Context: an optimization exercise on an open-source flow, tuned for small area, a short achievable clock period and few clock cycles per item. The choices shown serve that exercise and are no tape-out recipe.
Function was checked by simulation only, so behaviour that the tests miss may differ from the original.
Power and IR drop assume default switching activity.

==> inputs of job 7600 <==
## wz_fxu
module wz_fxu (
    input  wire        clk,
    input  wire        rst,
    input  wire        in_valid,
    output wire        in_ready,
    input  wire [4:0]  in_op,
    input  wire        in_q,       
    input  wire [1:0]  in_t,       
    input  wire [3:0]  in_x,       
    input  wire [63:0] in_a,
    input  wire [63:0] in_b,
    output reg         out_valid,
    output reg  [63:0] out_data,
    output reg         out_ill
);
clock: 17.0 ns
lec_check: 0
abc_clock_period_in_ps: 4000
cap_margin: 30
core_margin: 2
core_utilization: 40
place_density: 0.6
setup_slack_margin: 5
slew_margin: 30
run.sh (not shown) runs the stock make flow with config.mk's settings and CLKGATE_MAP_FILE= SYNTH_SCRIPT=/design/flow/synth_recipe.tcl, a recipe that flattens the netlist after the stock synthesis.
==> job 7590 (differences from job 7600) <==
--- a/flow/design.v
+++ b/flow/design.v
@@ -17,23 +17,30 @@
                OP_TSHL = 5'h04, OP_TSHR = 5'h05, OP_TMOV = 5'h06, OP_TLD  = 5'h07,
                OP_QMUL = 5'h08, OP_QADD = 5'h09, OP_QSUB = 5'h0A, OP_QNEG = 5'h0B,
                OP_QABS = 5'h0C, OP_QRND = 5'h0D,
                OP_CRD  = 5'h10, OP_CWR  = 5'h11, OP_TSVL = 5'h12, OP_TSVH = 5'h13,
                OP_TRST = 5'h14;
     reg [79:0] till0, till1, till2, till3;
+    reg [3:0]  tz;       
+    reg [3:0]  cl, sg;   
+    reg [3:0]  rn2;      
+    reg        c_hi, c_lo;   
     reg [1:0]  rm;
     reg        sat;
     reg        sov;
     reg  rdy;
     assign in_ready = rdy;
     wire fire = in_valid & rdy;
     wire        i_raw = in_q | (in_op == OP_TRST) | (in_op == OP_CWR);
     wire [31:0] i_a   = i_raw ? in_a[31:0] : {in_a[15:0], 16'd0};
     wire [31:0] i_b   = i_raw ? in_b[31:0] : {in_b[15:0], 16'd0};
     wire        i_msu = (in_op == OP_TMSU);
     wire [32:0] i_bx  = {i_b, 1'b0};
+    wire [5:0]  i_n   = in_b[5:0];
+    wire [4:0]  i_rk  = in_q ? ((i_n > 6'd31) ? 5'd31 : i_n[4:0])
+                             : (((i_n > 6'd15) ? 5'd15 : i_n[4:0]) + 5'd16);
     reg  [15:0] i_neg, i_one, i_two;
     integer j;
     always @* begin
         for (j = 0; j < 16; j = j + 1) begin
             i_one[j] = i_bx[2*j+1] ^ i_bx[2*j];
             i_two[j] = (i_bx[2*j+2] & ~i_bx[2*j+1] & ~i_bx[2*j]) |
@@ -46,40 +53,43 @@
     reg        q1;
     reg [1:0]  t1;
     reg [3:0]  x1;
     reg [31:0] a1;       
     reg [31:0] ah1;      
     reg [15:0] neg1, one1, two1;
-    reg        msu1;
+    reg        msu1, mul1;
+    reg [4:0]  rk1;      
     always @(posedge clk) begin
         if (rst) begin
             v1  <= 1'b0;
             rdy <= 1'b1;
         end else begin
             v1  <= fire;
             rdy <= ~(fire & ((in_op == OP_TSHL) | (in_op == OP_TSHR)));
         end
-        if (fire) begin
+        begin
             op1  <= in_op;
             q1   <= in_q;
             t1   <= in_t;
             x1   <= in_x;
             a1   <= i_a;
             ah1  <= in_a[63:32];
             neg1 <= i_neg;
             one1 <= i_one;
             two1 <= i_two;
             msu1 <= i_msu;
+            rk1  <= i_rk;
+            mul1 <= fire & ((in_op == OP_TMAC) | i_msu | (in_op == OP_QMUL));
         end
     end
     reg [31:0] b1;
     always @* begin
         for (j = 0; j < 16; j = j + 1) begin
-            b1[2*j+1] = neg1[j] ^ msu1;
+            b1[2*j+1] = neg1[j];
             if (j == 0) b1[0] = one1[0];
-            else        b1[2*j] = one1[j] ^ neg1[j-1] ^ msu1;
+            else        b1[2*j] = one1[j] ^ neg1[j-1];
         end
     end
     localparam [71:0] KROW = 72'hff_5555_5556_0000_0000;
     reg [71:0] pp [0:16];
     reg [33:0] psel;
     reg [71:0] nrow;
@@ -152,16 +162,13 @@
     wire d_tsvh = v1 & (op1 == OP_TSVH);
     wire d_trst = v1 & (op1 == OP_TRST);
     wire d_legal = d_tclr | d_tmac | d_tmsu | d_trd | d_tshl | d_tshr | d_tmov | d_tld |
                    d_qmul | d_qadd | d_qsub | d_qneg | d_qabs | d_qrnd |
                    d_crd | d_cwr | d_tsvl | d_tsvh | d_trst;
     wire d_mul  = d_tmac | d_tmsu | d_qmul;
-    wire [5:0]  rn  = q1 ? b1[5:0] : b1[21:16];
-    wire [4:0]  rk  = q1 ? ((rn > 6'd31) ? 5'd31 : rn[4:0])
-                         : (((rn > 6'd15) ? 5'd15 : rn[4:0]) + 5'd16);
-    wire [31:0] rlm = ~(32'hFFFF_FFFF << rk);           
+    wire [31:0] rlm = ~(32'hFFFF_FFFF << rk1);          
     wire [31:0] rhm = rlm & ~(rlm >> 1);                
     wire [31:0] rbm = rlm >> 1;                         
     wire        r_half  = |(a1 & rhm);
     wire        r_below = |(a1 & rbm);
     wire        r_odd   = |(a1 & (rlm + 32'd1));        
     reg         r_inc;
@@ -170,13 +177,14 @@
             2'd0:    r_inc = 1'b0;
             2'd1:    r_inc = r_half;
             2'd2:    r_inc = r_half & (r_below | r_odd);
             default: r_inc = a1[31] & (r_half | r_below);
         endcase
     end
-    wire [32:0] r_val = {a1[31], a1 & ~rlm} + ({33{r_inc}} & {1'b0, rlm + 32'd1});
+    wire [32:0] r_up  = {a1[31], a1 | rlm} + 33'd1;
+    wire [32:0] r_val = r_inc ? r_up : {a1[31], a1 & ~rlm};
     reg [5:0] tza, tzb;
     always @* begin
         tza = 6'd32;
         tzb = 6'd32;
         for (j = 31; j >= 0; j = j - 1) begin
             if (a1[j]) tza = j;
@@ -187,13 +195,13 @@
     wire       m_tie = (tza != 6'd32) & (tzb != 6'd32) & (tzs == (q1 ? 7'd30 : 7'd46));
     wire       m_neg = a1[31] ^ b1[31];
     wire [80:0] al_a = {{9{a1[31]}}, a1, 40'd0};
     wire [80:0] al_b = {{9{b1[31]}}, b1, 40'd0};
     wire [80:0] al_r = {{8{r_val[32]}}, r_val, 40'd0};
     wire [80:0] rc_trd = (rm == 2'd0) ? 81'd0 :
-                         (rm == 2'd3) ? (q1 ? {41'd0, {40{1'b1}}} : {25'd0, {56{1'b1}}}) :
+                         (rm == 2'd3) ? 81'd0 :
                                         (q1 ? (81'd1 << 39) : (81'd1 << 55));
     reg [80:0] w_s, w_c;
     reg        w_cin;
     always @* begin
         w_s = 81'd0;
         w_c = 81'd0;
@@ -204,14 +212,14 @@
         if (d_qsub) begin w_s = al_a; w_c = ~al_b; w_cin = 1'b1; end
         if (d_qneg) begin w_c = ~al_a; w_cin = 1'b1; end
         if (d_qabs) begin w_c = a1[31] ? ~al_a : al_a; w_cin = a1[31]; end
         if (d_qrnd) w_s = al_r;
         if (d_trd)  w_s = rc_trd;
     end
-    wire [80:0] s_next = d_mul ? {ms, 9'd0} : w_s;
-    wire [80:0] c_next = d_mul ? {mc, 9'd0} : w_c;
+    wire [80:0] s_next = ({ms, 9'd0} & {81{mul1}}) | w_s;
+    wire [80:0] c_next = ({mc, 9'd0} & {81{mul1}}) | w_c;
     wire [1:0] rsel_t = d_tmov ? x1[1:0] : t1;
     wire       rd_any = d_tmac | d_tmsu | d_trd | d_tshl | d_tshr | d_tmov | d_tsvl | d_tsvh;
     wire       wr_any = d_tclr | d_tmac | d_tmsu | d_tshl | d_tshr | d_tmov | d_tld | d_trst;
     reg        v2;
     reg [3:0]  sel2, we2;
     reg [80:0] s2, c2;
@@ -269,25 +277,26 @@
         tsvh2  <= d_tsvh;
         crd2   <= d_crd;
         cwr2   <= d_cwr;
         cwsov2 <= a1[3];
         ill2   <= v1 & ~d_legal;
     end
+    wire [79:0] ta = ({80{rn2[0]}} & till0) | ({80{rn2[1]}} & till1) |
+                     ({80{rn2[2]}} & till2) | ({80{rn2[3]}} & till3) |
+                     {c_hi, {79{c_lo}}};
     wire [80:0] rc_mul = q2 ? ({81{rco2}} & {41'd0, {40{1'b1}}}) | ({81{rch2}} & (81'd1 << 39))
                             : ({81{rco2}} & {25'd0, {56{1'b1}}}) | ({81{rch2}} & (81'd1 << 55));
-    wire [79:0] ta = ({80{sel2[0]}} & till0) | ({80{sel2[1]}} & till1) |
-                     ({80{sel2[2]}} & till2) | ({80{sel2[3]}} & till3);
     wire [80:0] ea = {ta[79], ta} | rc_mul;
-    wire [80:0] es = s2 & ~{81{trd3_2 & ~ta[79]}};
-    wire [80:0] x_s = ea ^ es ^ c2;
-    wire [80:0] x_c = {((ea[79:0] & es[79:0]) | (ea[79:0] & c2[79:0]) | (es[79:0] & c2[79:0])), cin2};
+    wire [80:0] x_s = ea ^ s2 ^ c2;
+    wire [80:0] x_m = (ea & s2) | (ea & c2) | (s2 & c2);
+    wire        inj = trd3_2 & ta[79] & (q2 ? |ta[39:0] : |ta[55:0]);
+    wire [80:0] x_c = {x_m[79:0], cin2};
     wire [80:0] sum = x_s + x_c;
     wire        t_ovf = (mac2 & (sum[80] ^ sum[79])) | (ph2_2 & ovf2);
     wire        t_sgn = mac2 ? sum[80] : sgn2;
     wire        t_clamp = t_ovf & sat;
-    wire [79:0] t_fit = t_clamp ? {t_sgn, {79{~t_sgn}}} : sum[79:0];
     wire [95:0] sh_x = shl2 ? {ta, 16'd0} : {{17{ta[79]}}, ta[79:1]};
     wire [3:0]  sh_m = shl2 ? ~x2 : x2;
     wire [95:0] sh_y = sh_x >> sh_m;
     wire [79:0] sh_v = sh_y[79:0];
     wire [15:0] oh_x  = 16'd1 << x2;             
     wire [15:0] lt_x  = oh_x - 16'd1;            
@@ -311,46 +320,79 @@
         end
     endgenerate
     wire sh_ovf = |(sh_neq & (oh_x | lt_x));
     assign e_inc = ~shl2 & sh_inc;
     assign e_ovf = shl2 & sh_ovf;
     assign e_sgn = ta[79];
-    wire [79:0] t_new = ph1_2 ? sh_v : t_fit;
+    wire [79:0] t_new = ph1_2 ? sh_v : sum[79:0];
     wire        tie_a = q2 ? (ta[39] & ~|ta[38:0]) : (ta[55] & ~|ta[54:0]);
     wire        q_fix = fix2 & (trd2 ? tie_a : tie2);
-    wire [31:0] q_w   = q2 ? {sum[71:41], sum[40] & ~q_fix}
-                           : {sum[71:57], sum[56] & ~q_fix, 16'd0};
-    wire        q_in  = (sum[80:71] == 10'd0) | (sum[80:71] == 10'h3FF);
-    wire        q_clamp = ~q_in & sat;
-    wire [31:0] q_c   = q_clamp ? {sum[80], {31{~sum[80]}}} : q_w;
-    wire [63:0] q_out = q2 ? {{32{q_c[31]}}, q_c} : {{48{q_c[31]}}, q_c[31:16]};
-    wire [63:0] res = qop2  ? q_out :
-                      tsvl2 ? ta[63:0] :
-                      tsvh2 ? {48'd0, ta[79:64]} :
-                      crd2  ? {60'd0, sov, sat, rm} : 64'd0;
+    wire [3:0]  e_we  = {4{v2}} & we2;
+    wire [3:0]  tz_n  = rst ? 4'hF : (tz & ~e_we);
+    wire [3:0]  cl_n  = (e_we & {4{t_clamp & ~ph1_2}}) | (~e_we & cl);
+    wire [3:0]  sg_n  = (e_we & {4{t_sgn}}) | (~e_we & sg);
+    wire [3:0]  sel_n = (v2 & ph1_2) ? sel2 : ({4{rd_any}} & (4'd1 << rsel_t));
+    wire [3:0]  rc_n  = sel_n & ~tz_n & cl_n;
+    always @(posedge clk) begin
+        tz   <= tz_n;
+        cl   <= cl_n;
+        sg   <= sg_n;
+        rn2  <= sel_n & ~tz_n & ~cl_n;
+        c_hi <= |(rc_n & sg_n);
+        c_lo <= |(rc_n & ~sg_n);
+        if (e_we[0]) till0 <= t_new;
+        if (e_we[1]) till1 <= t_new;
+        if (e_we[2]) till2 <= t_new;
+        if (e_we[3]) till3 <= t_new;
+    end
+    reg        inj3;
+    reg        v3, qop3, q3, fix3, sat3, tsvl3, tsvh3, crd3, cwr3, cwsov3, ill3, tcl3;
+    reg [1:0]  rm3;
+    reg [80:0] f3;
+    always @(posedge clk) begin
+        if (rst) v3 <= 1'b0;
+        else     v3 <= v2 & ~ph1_2;
+        f3     <= sum;
+        qop3   <= qop2;
+        q3     <= q2;
+        fix3   <= q_fix;
+        inj3   <= inj;
+        sat3   <= sat;
+        rm3    <= rm;
+        tsvl3  <= tsvl2;
+        tsvh3  <= tsvh2;
+        crd3   <= crd2;
+        cwr3   <= cwr2;
+        cwsov3 <= cwsov2;
+        ill3   <= ill2;
+        tcl3   <= t_clamp & ~ph1_2;
+    end
+    wire [40:0] q_v0  = {f3[80:56], q3 ? f3[55:40] : 16'd0};
+    wire [40:0] q_lsb = q3 ? 41'd1 : 41'h10000;
+    wire [40:0] q_v1  = q_v0 + ({41{inj3}} & q_lsb);
+    wire [40:0] q_v   = q_v1 & ~({41{fix3}} & q_lsb);
+    wire [31:0] q_w   = q3 ? q_v[31:0] : {q_v[31:16], 16'd0};
+    wire        q_in  = (q_v[40:31] == 10'd0) | (q_v[40:31] == 10'h3FF);
+    wire        q_clamp = ~q_in & sat3;
+    wire [31:0] q_c   = q_clamp ? {q_v[40], {31{~q_v[40]}}} : q_w;
+    wire [63:0] q_out = q3 ? {{32{q_c[31]}}, q_c} : {{48{q_c[31]}}, q_c[31:16]};
+    wire [63:0] res = qop3  ? q_out :
+                      tsvl3 ? f3[63:0] :
+                      tsvh3 ? {48'd0, f3[79:64]} :
+                      crd3  ? {60'd0, sov, sat3, rm3} : 64'd0;
     always @(posedge clk) begin
         if (rst) begin
-            till0     <= 80'd0;
-            till1     <= 80'd0;
-            till2     <= 80'd0;
-            till3     <= 80'd0;
             sov       <= 1'b0;
             out_valid <= 1'b0;
-            out_data  <= 64'd0;
-            out_ill   <= 1'b0;
         end else begin
-            out_valid <= v2 & ~ph1_2;
-            if (v2) begin
-                if (we2[0]) till0 <= t_new;
-                if (we2[1]) till1 <= t_new;
-                if (we2[2]) till2 <= t_new;
-                if (we2[3]) till3 <= t_new;
-                if (cwr2)
-                    sov <= cwsov2;
-                else if ((qop2 & q_clamp) | (t_clamp & ~ph1_2))
+            out_valid <= v3;
+            if (v3) begin
+                if (cwr3)
+                    sov <= cwsov3;
+                else if ((qop3 & q_clamp) | tcl3)
                     sov <= 1'b1;
             end
-            out_data <= res;
-            out_ill  <= ill2;
         end
+        out_data <= res;
+        out_ill  <= ill3;
     end
 endmodule
Settings changed: CAP_MARGIN 30 to 70, SLEW_MARGIN 30 to 70.
==> comparison table <==
item                                                                   job 7600               job 7590
Area taken by flip-flops and latches                                15230 sq um            19710 sq um
Register share of the cell area                                          20.17%                 24.52%
Destination of the critical timing path                                  s2[71]              till1[71]
First-iteration detailed-routing DRC count                                 8496                   7387
R2R setup slack                                                         6.56 ns               10.62 ns
Layout overhead on the synthesized area                                  9.160%                 15.13%
GR Layer Usage met2                                                      53.17%                 51.10%
Met3 usage                                                               7.443%                 5.953%
Worst slew pin tran                                                    1.085 ns              0.4772 ns
Final routed wirelength across all metal layers                  305100 microns         288900 microns
Met3 wirelength from detailed routing                             30300 microns          27120 microns
Number of signal-net inverters in the final layout                          783                    872
Antenna violations before repair                                             15                     13
Seq_cells                                                                   692                    811
Number of non-clock buffers in the layout                                   365                    432
Largest stage delay, worst path                                         0.70 ns                0.50 ns
TritonCTS buffer count                                                       81                     95
Cell taking the most area after synthesis              sky130_fd_sc_hd__dfxtp_1  sky130_fd_sc_hd__fa_1
First-pass GRT wire length                                       439800 microns         420700 microns
Total power                                                            14.05 mW               14.84 mW
Post-synth cell types                                                        96                    118
Syn Nets                                                                   9626                   8612
Combined global-route utilization of all metal layers                    33.74%                 31.76%
Result of the run                                      timing/DRC/antenna clean  timing/DRC/antenna clean
Max IR drop VDD                                                       0.4993 mV              0.3126 mV
Testbench counts of job 7600, summed over its fixed seeds: cycles 12,131, items 12,000.
Testbench counts of job 7590, summed over its fixed seeds: cycles 12,139, items 12,000.

-- afterwards: timing with drivers on the ports --
The results above use ideal ports. As a check the final layouts listed here were re-extracted and re-timed, cells and wires unchanged.
Step 1 sets driving cells, clkbuf_16 on the clock port and buf_2 on the other inputs (assumed; they add their load-dependent delay and slew).
Step 2 also shifts input and output timing later by t, the mid clock arrival at the registers, as if the neighbouring blocks saw the same clock.
Three values: ideal ports, drivers, drivers and shift; two values: the first two.
run	t (ns)	setup slack, ns	worst setup path after step 2	latest minus earliest clock arrival (ns)	cell pins on the clock port's net
job 7600	0.827	6.562 / 6.562 / 6.562	register to register	0.090 / 0.089	1
job 7590	0.816	10.619 / 10.619 / 10.619	register to register	0.074 / 0.074	1
After both steps every run listed still meets setup and hold.
